From an optimization exercise on the open Yosys and OpenROAD flow, aimed at small area, a short achievable clock period and few clock cycles per item; shortcuts taken in it are not production practice. Where RTL was checked, it was by simulation tests only, not by an equivalence proof against the original.

## whorl_rsq
module whorl_rsq (
    input             clk,
    input             rst,           
    input             in_valid,
    output            in_ready,
    input             in_sqrt,       
    input      [31:0] in_a,
    output reg        out_valid,
    output reg [31:0] out_res,
    output reg        out_sat,
    output reg        out_divz,
    output reg        out_domain
);
    reg          busy;
    reg  [3:0]   cnt;                        
    reg  [15:0]  Ms;
    reg          rdy, first;
    reg          sq;                         
    reg          nf;                         
    reg          f_spc, f_sat, f_divz, f_dom;
    reg  [32:0]  S;                          
    reg          s;                          
    reg  [31:0]  E;                          
    reg          b0r;                        
    assign in_ready = rdy;
    wire accept = in_valid & rdy;
    wire last   = busy & (cnt == 4'd0);
    wire [31:0] a       = in_a;
    wire        a_zero  = (a == 32'd0);
    wire        sm_pos  = !a[31] & (a[30:28] == 3'd0) & (!a[27] | (a[26:0] == 27'd0));
    wire        sm_neg  = a[31] & (a[30:27] == 4'hF);
    wire        a_m27   = sm_neg & (a[26:0] == 27'd0);             
    wire        a_max   = !a[31] & (a[30:0] == 31'h7FFF_FFFF);
    wire        spc_in  = in_sqrt ? (a[31] | a_max) : (sm_pos | sm_neg);
    wire        rcp_sk2 = a[31] ? !a[30] : (a[30] & (a[29] | (a[28:2] != 27'd0)));
    wire        rcp_sk1 = a[31] ? (a[30:28] != 3'b111)
  ...
export LEC_CHECK = 0
export CAP_MARGIN = 20
export CORE_MARGIN = 2
export CORE_UTILIZATION = 40
export PLACE_DENSITY = 0.6
export SLEW_MARGIN = 20
create_clock -name core_clock -period 11.0 [get_ports {clk}]
standard.sh (not shown) runs the stock make flow with config.mk's settings and CLKGATE_MAP_FILE= SYNTH_SCRIPT=/design/flow/synth_recipe.tcl, a recipe that flattens the netlist after the stock synthesis.
==> flow/flow/run.sh <==
#!/bin/bash
set -euo pipefail
bash standard.sh SETUP_SLACK_MARGIN=7 SETUP_MOVE_SEQUENCE=unbuffer,sizeup,swap,buffer TNS_END_PERCENT=20 finish > standard_flow.log 2>&1
The baseline produced a clean layout.
Testbench counts at the start, summed over its fixed seeds: cycles 234,871, items 16,000.
Change:
==> flow/flow/run.sh (replaced) <==
#!/bin/bash
set -euo pipefail
bash standard.sh SETUP_SLACK_MARGIN=8.5 SETUP_MOVE_SEQUENCE=unbuffer,sizeup,swap,buffer TNS_END_PERCENT=20 finish > standard_flow.log 2>&1
Outcome: Design area came out higher by 6.5%. Register-to-register slack gains 0.47 ns. Via count came out higher by 1.2%. Wire length came out higher by 1.9%. Worst setup slack gains 0.47 ns.
Change:
==> flow/flow/run.sh (replaced) <==
#!/bin/bash
set -euo pipefail
bash standard.sh SETUP_SLACK_MARGIN=7.5 SETUP_MOVE_SEQUENCE=unbuffer,sizeup,swap,buffer TNS_END_PERCENT=20 finish > standard_flow.log 2>&1
Outcome:
- global-route usage rose by 0.14 points
- final area is lower slightly
- die area does not change
- first-iteration DRC count rose by a few percent
- via count increases slightly
Change:
==> flow/flow/run.sh (replaced) <==
#!/bin/bash
set -euo pipefail
bash standard.sh SETUP_SLACK_MARGIN=8 SETUP_MOVE_SEQUENCE=unbuffer,sizeup,swap,buffer TNS_END_PERCENT=30 finish > standard_flow.log 2>&1
What happened: Die area is unchanged; clock-buffer cell count grows by 1; wire length fell slightly; synthesized cell count is unchanged; clock skew is about the same; utilization is about the same.
Change:
==> flow/flow/run.sh (replaced) <==
#!/bin/bash
set -euo pipefail
bash standard.sh SETUP_SLACK_MARGIN=7 SETUP_MOVE_SEQUENCE=unbuffer,sizeup,swap,buffer TNS_END_PERCENT=5 finish > standard_flow.log 2>&1
- clock-buffer cell count falls by 1
- setup slack got worse by 0.40 ns
- cell count came out lower by about 1.3%
- non-clock buffer count fell by 25
- utilization went down by 3.7 points
- via count went down by 3.1%


== red ==
The RTL this note starts from:
==> flow/design.v <==
module whorl_rsq (
    input             clk,
    input             rst,           
    input             in_valid,
    output            in_ready,
    input             in_sqrt,       
    input      [31:0] in_a,
    output reg        out_valid,
    output reg [31:0] out_res,
    output reg        out_sat,
    output reg        out_divz,
    output reg        out_domain
);
    reg  [15:0]  M;
    reg  [15:0]  Ms;                         
    reg          rdy, first;
    reg          sq;                         
    reg          nf;                         
    reg          f_spc, f_sat, f_divz, f_dom;
    reg  [32:0]  SS, SC;                     
    reg          s;                          
    reg  [31:0]  E;                          
    reg          b0r;                        
    assign in_ready = rdy;
    wire accept = in_valid & rdy;
    wire last   = M[0] & !M[1];
    wire [31:0] a       = in_a;
    wire        a_zero  = (a == 32'd0);
    wire        sm_pos  = !a[31] & (a[30:28] == 3'd0) & (!a[27] | (a[26:0] == 27'd0));
    wire        sm_neg  = a[31] & (a[30:27] == 4'hF);
    wire        a_m27   = sm_neg & (a[26:0] == 27'd0);             
    wire        a_max   = !a[31] & (a[30:0] == 31'h7FFF_FFFF);
    wire        spc_in  = in_sqrt ? (a[31] | a_max) : (sm_pos | sm_neg);
    wire        rcp_sk2 = a[31] ? !a[30] : (a[30] & (a[29] | (a[28:2] != 27'd0)));
    wire        rcp_sk1 = a[31] ? (a[30:28] != 3'b111)
                                : (a[30] | a[29] | (a[28] & (a[27:0] != 28'd0)));
    wire        sq_sk1  = (a[30:27] == 4'd0);
    reg  [32:0] s_init;
    reg  [15:0] m_init;
    always @* begin
        if (in_sqrt) begin
            if (sq_sk1) begin
                s_init = {4'b1111, a[26:0], 2'b00};              
                m_init = 16'h3FFF;
            end else begin
                s_init = {2'b11, a[30:0]};                       
                m_init = 16'h7FFF;
            end
        end else if (rcp_sk2) begin
            s_init = a[31] ? {33'h0_7FFF_FFF8 | {31'd0, a[29:28]}}
                           : {33'h0_8000_0004 | {31'd0, a[29:28]}};
            m_init = 16'h3FFF;
        end else if (rcp_sk1) begin
            s_init = a[31] ? {33'h0_1FFF_FFFE | {32'd0, a[30]}}
                           : {33'h0_2000_0000 | {32'd0, a[30]}};
            m_init = 16'h7FFF;
        end else begin
            s_init = a[31] ? 33'h0_07FF_FFFF : 33'h0_0800_0000;
            m_init = 16'hFFFF;
        end
        if (spc_in)
            m_init = 16'h0001;
    end
    wire [16:0] Mx  = {1'b0, M};
    wire [16:0] Msx = {1'b0, Ms};
    wire [31:0] oh0, oh1, so0, so1, sk0, sk1;
    genvar m;
    generate
        for (m = 0; m < 16; m = m + 1) begin : pos
            assign oh0[2*m+1] = Mx[m] & !Mx[m+1];
            assign oh0[2*m]   = 1'b0;
            assign oh1[2*m+1] = 1'b0;
            assign oh1[2*m]   = Mx[m] & !Mx[m+1];
            assign so0[2*m+1] = Msx[m] & !Msx[m+1];
            assign so0[2*m]   = 1'b0;
            assign so1[2*m+1] = 1'b0;
            assign so1[2*m]   = Msx[m] & !Msx[m+1];
            assign sk0[2*m+1] = Msx[m+1];
            assign sk0[2*m]   = Msx[m];
            assign sk1[2*m+1] = Msx[m+1];
            assign sk1[2*m]   = Msx[m+1];
        end
    endgenerate
    wire [31:0] sop0  = {so0[30:0], 1'b0};          
    wire [31:0] sopp0 = {so0[29:0], 2'b00};         
    wire [31:0] sop1  = so0;                        
    wire [31:0] dfb  = (b0r ? {so0[28:0], 3'b000} : 32'd0) | (!s ? sopp0 : 32'd0);
    wire [31:0] msub0 = dfb | sk0;                  
    wire [31:0] madd0 = dfb | sop0 | so0;           
    wire [32:0] Y0    = s ? {1'b0, ~(E & ~madd0)} : {1'b1, E & ~msub0};
    wire        cin0  = s ? nf : !nf;
    wire [32:0] a_s   = SS ^ SC ^ Y0;
    wire [32:0] a_c   = (SS & SC) | (SS & Y0) | (SC & Y0);
    wire [32:0] R0    = a_s + {a_c[31:0], cin0};
    wire        s1    = R0[32];                     
    reg         bdv0, bdv1;
    wire        bdn0 = (|(E & {2'b00, oh0[31:2]})) ^ !nf;
    wire        bdn1 = (|(E & {2'b00, oh1[31:2]})) ^ !nf;
    wire [32:0] b_s [0:1];
    wire [32:0] b_c [0:1];
    wire        sg1 [0:1];
    genvar u;
    generate
        for (u = 0; u < 2; u = u + 1) begin : outcome    
            wire [31:0] msub1 = dfb | sk1 | sop0;
            wire [31:0] madd1 = dfb | sop1 | so1;
            wire [32:0] Y1    = (u == 1) ? {1'b0, ~(E & ~madd1)} : {1'b1, E & ~msub1};
            wire        cin1  = (u == 1) ? nf : !nf;
            wire        bd0   = sq ? (u == 0) : bdv0;
            wire [32:0] X1    = {a_s[31:0], bd0};
            wire [32:0] X2    = {a_c[30:0], cin0, cin1};
            assign b_s[u] = X1 ^ X2 ^ Y1;
            assign b_c[u] = (X1 & X2) | (X1 & Y1) | (X2 & Y1);
            wire [32:0] R1 = b_s[u] + {b_c[u][31:0], 1'b0};
            assign sg1[u] = R1[32];
        end
    endgenerate
    wire [32:0] b_ss = s1 ? b_s[1] : b_s[0];
    wire [32:0] b_cs = s1 ? b_c[1] : b_c[0];
    wire        s2   = s1 ? sg1[1] : sg1[0];
    wire        b0  = !s1;
    wire        b1  = !s2;
    wire        bd1 = sq ? b1 : bdv1;
    wire [1:0]  qbits = {b0 ^ nf, b1 ^ nf};
    always @(posedge clk) begin
        if (rst) begin
            M         <= 16'd0;
            Ms        <= 16'd0;
            rdy       <= 1'b1;
            out_valid <= 1'b0;
        end else begin
            out_valid <= last;
            if (accept) begin
                M   <= m_init;
                Ms  <= in_sqrt ? m_init : 16'd0;
                rdy <= spc_in;
            end else begin
                M   <= {1'b0, M[15:1]};
                Ms  <= {1'b0, Ms[15:1]};
                rdy <= !M[2];
            end
        end
    end
    always @(posedge clk) begin
        first <= accept;
        if (accept) begin
            sq     <= in_sqrt;
            nf     <= !in_sqrt & a[31];
            f_spc  <= spc_in;
            f_sat  <= !in_sqrt & (sm_pos | sm_neg) & !a_zero & !a_m27;
            f_divz <= !in_sqrt & a_zero;
            f_dom  <= in_sqrt & a[31];
            SS     <= s_init;
            SC     <= 33'd0;
            s      <= in_sqrt;
            E      <= in_sqrt ? 32'hFFFF_FFFF : (a[31] ? a : ~a);
            b0r    <= 1'b0;
            bdv0   <= rcp_sk2 ? a[27] : rcp_sk1 ? a[29] : a[31];
            bdv1   <= rcp_sk2 ? a[26] : rcp_sk1 ? a[28] : a[30];
        end else begin
            bdv0 <= bdn0;
            bdv1 <= bdn1;
            SS <= {b_ss[31:0], bd1};
            SC <= {b_cs[30:0], 2'b00};
            s  <= s2;
            E   <= E & ~dfb;
            b0r <= b0;
        end
        if (first & f_spc)
            out_res <= {nf, sq ? !f_dom : !nf, {30{!sq & !nf}}};
        else if (first)
            out_res <= {{30{nf}}, qbits};
        else
            out_res <= {out_res[29:0], qbits};
        if (last) begin
            out_sat    <= f_sat;
            out_divz   <= f_divz;
            out_domain <= f_dom;
        end
    end
endmodule
export LEC_CHECK = 0
export CAP_MARGIN = 20
export CORE_MARGIN = 2
export CORE_UTILIZATION = 40
export PLACE_DENSITY = 0.6
export SETUP_SLACK_MARGIN = 5
export SLEW_MARGIN = 20
create_clock -name core_clock -period 11.0 [get_ports {clk}]
run.sh (not shown) runs the stock make flow with config.mk's settings and CLKGATE_MAP_FILE= SYNTH_SCRIPT=/design/flow/synth_recipe.tcl, a recipe that flattens the netlist after the stock synthesis.
Stock flow here: none of the scripts above is used.
Here is what was changed in the inputs of blue compared with red.
==> flow/flow/run.sh (new file) <==
#!/bin/bash
set -euo pipefail
bash standard.sh SETUP_SLACK_MARGIN=7 SETUP_MOVE_SEQUENCE=unbuffer,sizeup,swap,buffer finish > standard_flow.log 2>&1
==> flow/standard.sh (new file) <==
#!/bin/bash
# synth_recipe.tcl (not shown) runs the flow's synth.tcl, then flattens the netlist and writes it again
# the make line also repeats each setting of config.mk as NAME=value (left out here)
make -C /OpenROAD-flow-scripts/flow DESIGN_CONFIG=/design/flow/config.mk WORK_HOME=/design/flow/orfs CLKGATE_MAP_FILE= SYNTH_SCRIPT=/design/flow/synth_recipe.tcl "${@:-finish}"
--- a/flow/config.mk
+++ b/flow/config.mk
@@ -10,4 +10,3 @@
 export CORE_UTILIZATION = 40
 export PLACE_DENSITY = 0.6
-export SETUP_SLACK_MARGIN = 5
 export SLEW_MARGIN = 20
removed: flow/run.sh
[summary]
[compare] base=red new=blue: area added between synthesis and finish +5.7 points; transition time at the pin with the least slew margin -0.065 ns. Combined flip-flop and latch cell area: red vs blue — no meaningful difference. Compared with red, blue shows a higher share of final layout cell area taken by non-clock buffers. Against red, blue comes in 3.9% higher on wire length of the first global-routing pass. Looking at slowest stage cell on the critical path, the sky130_fd_sc_hd__dfxtp_4 result is from blue; the sky130_fd_sc_hd__or4_1 one comes from red. blue against red: final wirelength rose 2.5%; fraction of area in clock buffers and inverters saw a decrease; share of the cycle needed by the critical path after routing moved down.
No functional check of the RTL was part of any run of this note.

afterwards: timing with drivers on the ports:
Ports are ideal in the flow. The routed layouts listed here were re-timed in OpenROAD. Step 1 assumes that a clkbuf_16 drives the clock port and a buf_2 every other input. Step 2 moves the port delays by t, midway between the first and last clock arrival at a register: inputs arrive t later, outputs are due t later. That takes back most of the time a late clock gives input paths. a / b / c = ideal ports / drivers / drivers and shift; a / b = the first two.
| run | t (ns) | setup WS [ns] | hold slack, ns | pins driven straight from the clock port |
|---|---|---|---|---|
| the first run of note 1 | 0.480 | 6.132 / 6.132 / 5.912 | 0.425 / 0.425 / 0.425 | 1 |
| the second run of note 1 | 0.486 | 6.601 / 6.601 / 6.601 | 0.419 / 0.419 / 0.419 | 1 |
| the third run of note 1 | 0.481 | 6.587 / 6.587 / 6.587 | 0.410 / 0.410 / 0.410 | 1 |
| the fourth run of note 1 | 0.477 | 6.545 / 6.545 / 6.545 | 0.423 / 0.423 / 0.423 | 1 |
| the fifth run of note 1 | 0.478 | 6.144 / 6.144 / 5.953 | 0.424 / 0.424 / 0.424 | 1 |
| red | 0.502 | 5.349 / 5.349 / 5.349 | 0.425 / 0.425 / 0.425 | 1 |
| blue | 0.498 | 5.803 / 5.803 / 5.803 | 0.419 / 0.419 / 0.419 | 1 |
After both steps every run listed still meets setup and hold. For the first run of note 1, which loses most, drivers alone change the setup slack by 0.000 ns; drivers and shift together by -0.220 ns.
